What follows belongs to an exercise in optimizing a design on an open flow for small area, a short achievable clock period and few clock cycles per item; a production flow would make more cautious choices.
Only simulation tests tie the RTL to the original design; equivalence was not proved.

## rev 12
==> flow/design.v (excerpt) <==
module qvk_xts_enc (
    input  wire         clk,
    input  wire         rst,
    input  wire [255:0] key1,
    input  wire [255:0] key2,
    input  wire         in_valid,
    output wire         in_ready,
    input  wire         in_first,
    input  wire [127:0] in_tweak,
    input  wire [127:0] in_data,
    output wire         out_valid,
    input  wire         out_ready,
    output wire [127:0] out_data
);
  function [127:0] byte_rev(input [127:0] v);
    integer i;
    for (i = 0; i < 16; i = i + 1)
      byte_rev[127-8*i -: 8] = v[8*i +: 8];
  endfunction
  function [127:0] mul_alpha(input [127:0] t);
    reg [127:0] le;
    begin
      le = byte_rev(t);
      le = {le[126:0], 1'b0} ^ (le[127] ? 128'h87 : 128'h0);
      mul_alpha = byte_rev(le);
    end
  endfunction
  function [127:0] div_alpha(input [127:0] t);
    reg [127:0] le;
    begin
      le = byte_rev(t);
      le = {1'b0, le[127:1]} ^ (le[0] ? {1'b1, 119'h0, 8'h43} : 128'h0);
      div_alpha = byte_rev(le);
    end
  endfunction
  ...
Size: roughly 7700 cells after synthesis, roughly 1000 flip-flops, ~900 I/O pins.
==> module sb_nand3, before the edit <==
module sb_nand3 (input wire a, input wire b, input wire c, output wire y);
  assign y = ~(a & b & c);
endmodule
==> module qvk_xts_enc, before the edit <==
module qvk_xts_enc (
    input  wire         clk,
    input  wire         rst,
    input  wire [255:0] key1,
    input  wire [255:0] key2,
    input  wire         in_valid,
    output wire         in_ready,
    input  wire         in_first,
    input  wire [127:0] in_tweak,
    input  wire [127:0] in_data,
    output wire         out_valid,
    input  wire         out_ready,
    output wire [127:0] out_data
);
  function [127:0] byte_rev(input [127:0] v);
    integer i;
    for (i = 0; i < 16; i = i + 1)
      byte_rev[127-8*i -: 8] = v[8*i +: 8];
  endfunction
  function [127:0] mul_alpha(input [127:0] t);
    reg [127:0] le;
    begin
      le = byte_rev(t);
      le = {le[126:0], 1'b0} ^ (le[127] ? 128'h87 : 128'h0);
      mul_alpha = byte_rev(le);
    end
  endfunction
  function [127:0] div_alpha(input [127:0] t);
    reg [127:0] le;
    begin
      le = byte_rev(t);
      le = {1'b0, le[127:1]} ^ (le[0] ? {1'b1, 119'h0, 8'h43} : 128'h0);
      div_alpha = byte_rev(le);
    end
  endfunction
  reg         busy;        
  reg [4:0]   pc;          
  reg         xf;          
  reg         p0;          
  reg         ks;          
  reg         twk;         
  reg         has_y;       
  reg         yfin;        
  reg         tsh;         
  reg         tw_fresh;    
  reg [127:0] state;       
  reg [127:0] mu;          
  reg [143:0] mq;          
  reg [255:0] kreg;        
  reg [31:0]  ku;          
  reg [35:0]  kq;          
  reg [127:0] tval;        
  reg         out_valid_r;
  reg [127:0] out_data_r;
  wire xfin    = xf;
  wire stall_x = xfin && !twk && out_valid_r && !out_ready;
  wire stall_y = yfin && out_valid_r && !out_ready;
  wire stall   = stall_x || stall_y;
  wire x_open = (!busy || (xfin && !twk)) && !out_valid_r;
  wire y_open = p0 && !twk && !stall_y;
  assign in_ready = x_open ? (!in_first || tw_fresh) : (y_open && !in_first);
  wire x_acc   = in_valid && x_open && (!in_first || tw_fresh);
  wire y_acc   = in_valid && y_open && !in_first;
  wire t_start = in_valid && x_open && in_first && !tw_fresh;
  wire p_start = x_acc || t_start;
  wire [127:0] load = t_start ? byte_rev(in_tweak) ^ key2[255:128]
                              : in_data ^ tval ^ key1[255:128];
  wire [143:0] qa;
  aes_stage_a u_a (.state_in(state), .q(qa));
  wire [127:0] shifted, mixed;
  aes_stage_b u_b (
      .u        (mu),
      .q        (mq),
      .round_key(kreg[127:0]),
      .shifted  (shifted),
      .mixed    (mixed)
  );
  wire [127:0] fin  = shifted ^ kreg[127:0];         
  wire         d2   = xfin ? has_y : tsh;
  wire [127:0] tfin = div_alpha(d2 ? div_alpha(tval) : tval);
  wire [31:0]  kw   = pc[1] ? kreg[31:0] : {kreg[23:0], kreg[31:24]};
  wire [35:0]  kqa;
  aes256_key_stage_a u_ka (.w(kw), .q(kqa));
  wire [4:0]   nxt  = {1'b0, pc[4:1]} + 5'd1;
  wire [7:0]   rc   = nxt[0] ? 8'h00 : (8'h01 << (nxt[4:1] - 4'd1));
  wire [127:0] key_next;
  wire [255:0] kstep = {kreg[127:0], key_next};
  aes256_key_step u_key (
      .prev(kreg[255:128]),
      .u   (ku),
      .q   (kq),
      .rc  (rc),
      .next(key_next)
  );
  wire [255:0] kreg_d;
  wire         sel_k1 = p0 && !twk;
  wire         sel_k2 = p0 && twk;
  genvar gk;
  generate
    for (gk = 0; gk < 256; gk = gk + 1) begin : g_kd
      wire n1, n2, n3;
      sb_nand2 g_1 (.a(key1[gk]), .b(sel_k1), .y(n1));
      sb_nand2 g_2 (.a(key2[gk]), .b(sel_k2), .y(n2));
      sb_nand2 g_3 (.a(kstep[gk]), .b(!p0), .y(n3));
      sb_nand3 g_m (.a(n1), .b(n2), .c(n3), .y(kreg_d[gk]));
    end
  endgenerate
  wire       busy_n = stall ? busy : (p_start || (busy && !xf));
  wire [4:0] pc_n   = stall ? pc : p_start ? 5'd0 : busy ? pc + 5'd1 : pc;
  always @(posedge clk) begin
    if (rst) begin
      busy        <= 1'b0;
      xf          <= 1'b0;
      p0          <= 1'b0;
      ks          <= 1'b0;
      twk         <= 1'b0;
      yfin        <= 1'b0;
      tw_fresh    <= 1'b0;
      out_valid_r <= 1'b0;
    end else begin
      if (out_valid_r && out_ready)
        out_valid_r <= 1'b0;
      busy <= busy_n;
      pc   <= pc_n;
      xf   <= busy_n && (pc_n == 5'd27);
      p0   <= busy_n && (pc_n == 5'd0);
      ks   <= busy_n && !pc_n[0] && (pc_n >= 5'd2) && (pc_n <= 5'd26);
      if (!stall) begin
        mu <= state;
        mq <= qa;
        if ((xfin && !twk) || yfin) begin
          out_valid_r <= 1'b1;
          out_data_r  <= fin ^ tfin;
        end
        if (xfin && twk) begin
          tval     <= fin;
          tw_fresh <= 1'b1;
        end
        yfin <= xfin && has_y;
        if (xfin)
          tsh <= x_acc;
        state <= (p_start || y_acc) ? load : mixed;
        if (x_acc || y_acc)
          tval <= mul_alpha(tval);
        if (x_acc && in_first)
          tw_fresh <= 1'b0;
        if (p_start) begin
          twk   <= t_start;
          has_y <= 1'b0;
        end
        if (y_acc)
          has_y <= 1'b1;
        if (p0 || ks)
          kreg <= kreg_d;
      end
    end
    ku <= kw;
    kq <= kqa;
  end
  assign out_valid = out_valid_r;
  assign out_data  = out_data_r;
endmodule
==> flow/config.mk <==
export PLATFORM = sky130hd
export DESIGN_NAME = qvk_xts_enc
export DESIGN_NICKNAME = qvk_xts_enc
export VERILOG_FILES = /design/flow/design.v
export SDC_FILE = /design/flow/constraint.sdc
export NUM_CORES = 4
export LEC_CHECK = 0
export CAP_MARGIN = 20
export CORE_MARGIN = 2
export CORE_UTILIZATION = 55
export CTS_BUF_LIST = sky130_fd_sc_hd__clkbuf_4 sky130_fd_sc_hd__clkbuf_8
export SETUP_SLACK_MARGIN = 3.3
export SLEW_MARGIN = 20
export SYNTH_HIERARCHICAL = 1
export SYNTH_MINIMUM_KEEP_SIZE = 0
==> flow/constraint.sdc <==
create_clock -name core_clock -period 7.0 [get_ports {clk}]
set_input_delay 1.4000 -clock core_clock [delete_from_list [all_inputs] [get_ports {clk}]]
set_output_delay 1.4000 -clock core_clock [all_outputs]
set_load 0.01 [all_outputs]
standard.sh (not shown) runs the stock make flow with config.mk's settings and CLKGATE_MAP_FILE= SYNTH_SCRIPT=/design/flow/synth_recipe.tcl, a recipe that flattens the netlist after the stock synthesis.
==> flow/flow/run.sh <==
#!/bin/bash
# Layout with the standard flow (standard.sh), changed in one way only:
# the input and output ports are buffered with sky130_fd_sc_hd__buf_1
# instead of the clkdlybuf4s50_1 delay cell the resizer picks by default.
# Every port still gets its own buffer. ORFS writes each step's log under
# orfs/logs; the make output as a whole goes to standard.log here.
set -euo pipefail
export BUFFER_PORTS_ARGS="-buffer_cell sky130_fd_sc_hd__buf_1"
bash standard.sh > standard.log 2>&1
Testbench counts of rev 12, summed over its fixed seeds: cycles 65,052, blocks 4,608.
Inputs modified between rev 12 and rev 13:
--- a/flow/design.v
+++ b/flow/design.v
@@ -304,9 +304,6 @@
     end
   endgenerate
 endmodule
-module sb_nand3 (input wire a, input wire b, input wire c, output wire y);
-  assign y = ~(a & b & c);
-endmodule
 module qvk_xts_enc (
     input  wire         clk,
     input  wire         rst,
@@ -393,7 +390,6 @@
   wire [4:0]   nxt  = {1'b0, pc[4:1]} + 5'd1;
   wire [7:0]   rc   = nxt[0] ? 8'h00 : (8'h01 << (nxt[4:1] - 4'd1));
   wire [127:0] key_next;
-  wire [255:0] kstep = {kreg[127:0], key_next};
   aes256_key_step u_key (
       .prev(kreg[255:128]),
       .u   (ku),
@@ -401,19 +397,6 @@
       .rc  (rc),
       .next(key_next)
   );
-  wire [255:0] kreg_d;
-  wire         sel_k1 = p0 && !twk;
-  wire         sel_k2 = p0 && twk;
-  genvar gk;
-  generate
-    for (gk = 0; gk < 256; gk = gk + 1) begin : g_kd
-      wire n1, n2, n3;
-      sb_nand2 g_1 (.a(key1[gk]), .b(sel_k1), .y(n1));
-      sb_nand2 g_2 (.a(key2[gk]), .b(sel_k2), .y(n2));
-      sb_nand2 g_3 (.a(kstep[gk]), .b(!p0), .y(n3));
-      sb_nand3 g_m (.a(n1), .b(n2), .c(n3), .y(kreg_d[gk]));
-    end
-  endgenerate
   wire       busy_n = stall ? busy : (p_start || (busy && !xf));
   wire [4:0] pc_n   = stall ? pc : p_start ? 5'd0 : busy ? pc + 5'd1 : pc;
   always @(posedge clk) begin
@@ -459,8 +442,10 @@
         end
         if (y_acc)
           has_y <= 1'b1;
-        if (p0 || ks)
-          kreg <= kreg_d;
+        if (p0)
+          kreg <= twk ? key2 : key1;
+        else if (ks)
+          kreg <= {kreg[127:0], key_next};
       end
     end
     ku <= kw;
## What came out
Lower via count of the first global-routing pass among rev 12 and rev 13: rev 13. Core util | rev 13 vs rev 12 | rev 13 lower. Diff rev 12 -> rev 13: effective utilization at floorplan held; met1 capacity usage during global routing -2.0 points. | max-slew headroom at the worst pin | lower: rev 13 |. Compared with rev 12, rev 13 shows cell count after placement that has gone down by a few percent. [compare] base=rev 12 new=rev 13: post-synthesis mux area share increased 5.1 points, post-CTS setup buffer count decreased 5, clock skew essentially unchanged, largest fanout on the critical path increased 1. Status: setup slack parity (rev 13, rev 12).
Testbench counts of rev 13, summed over its fixed seeds: cycles 65,052, blocks 4,608.

==> port drivers added, routing unchanged <==
The results above use ideal ports. As a check the final layouts listed here were re-extracted and re-timed, cells and wires unchanged. Step 1, drivers: a clkbuf_16 drives clk and a buf_2 each remaining input, both assumed. Step 2 adds t to the input delays and takes it off the output delays; t is the mean of the earliest and latest rising clock arrival at the registers after step 1. Input paths then give back, and output paths get back, about the clock's delay inside the block. Three values: ideal, step 1, step 2; two values: the first two.
run | t, ns | setup slack, ns | worst hold slack (ns) | latest minus earliest clock arrival (ns) | worst data-port slew with drivers (ns)
rev 12 | 1.016 | 3.303 / 3.303 / 2.401 | 0.491 / 0.491 / 0.491 | 0.045 / 0.045 | 0.16
rev 13 | 0.994 | 3.304 / 3.304 / 2.923 | 0.493 / 0.493 / 0.493 | 0.047 / 0.047 | 0.13
After both steps every run listed still meets setup and hold. The setup slack of rev 12, which loses most, moves by 0.000 ns with the drivers and by -0.902 ns with both steps.
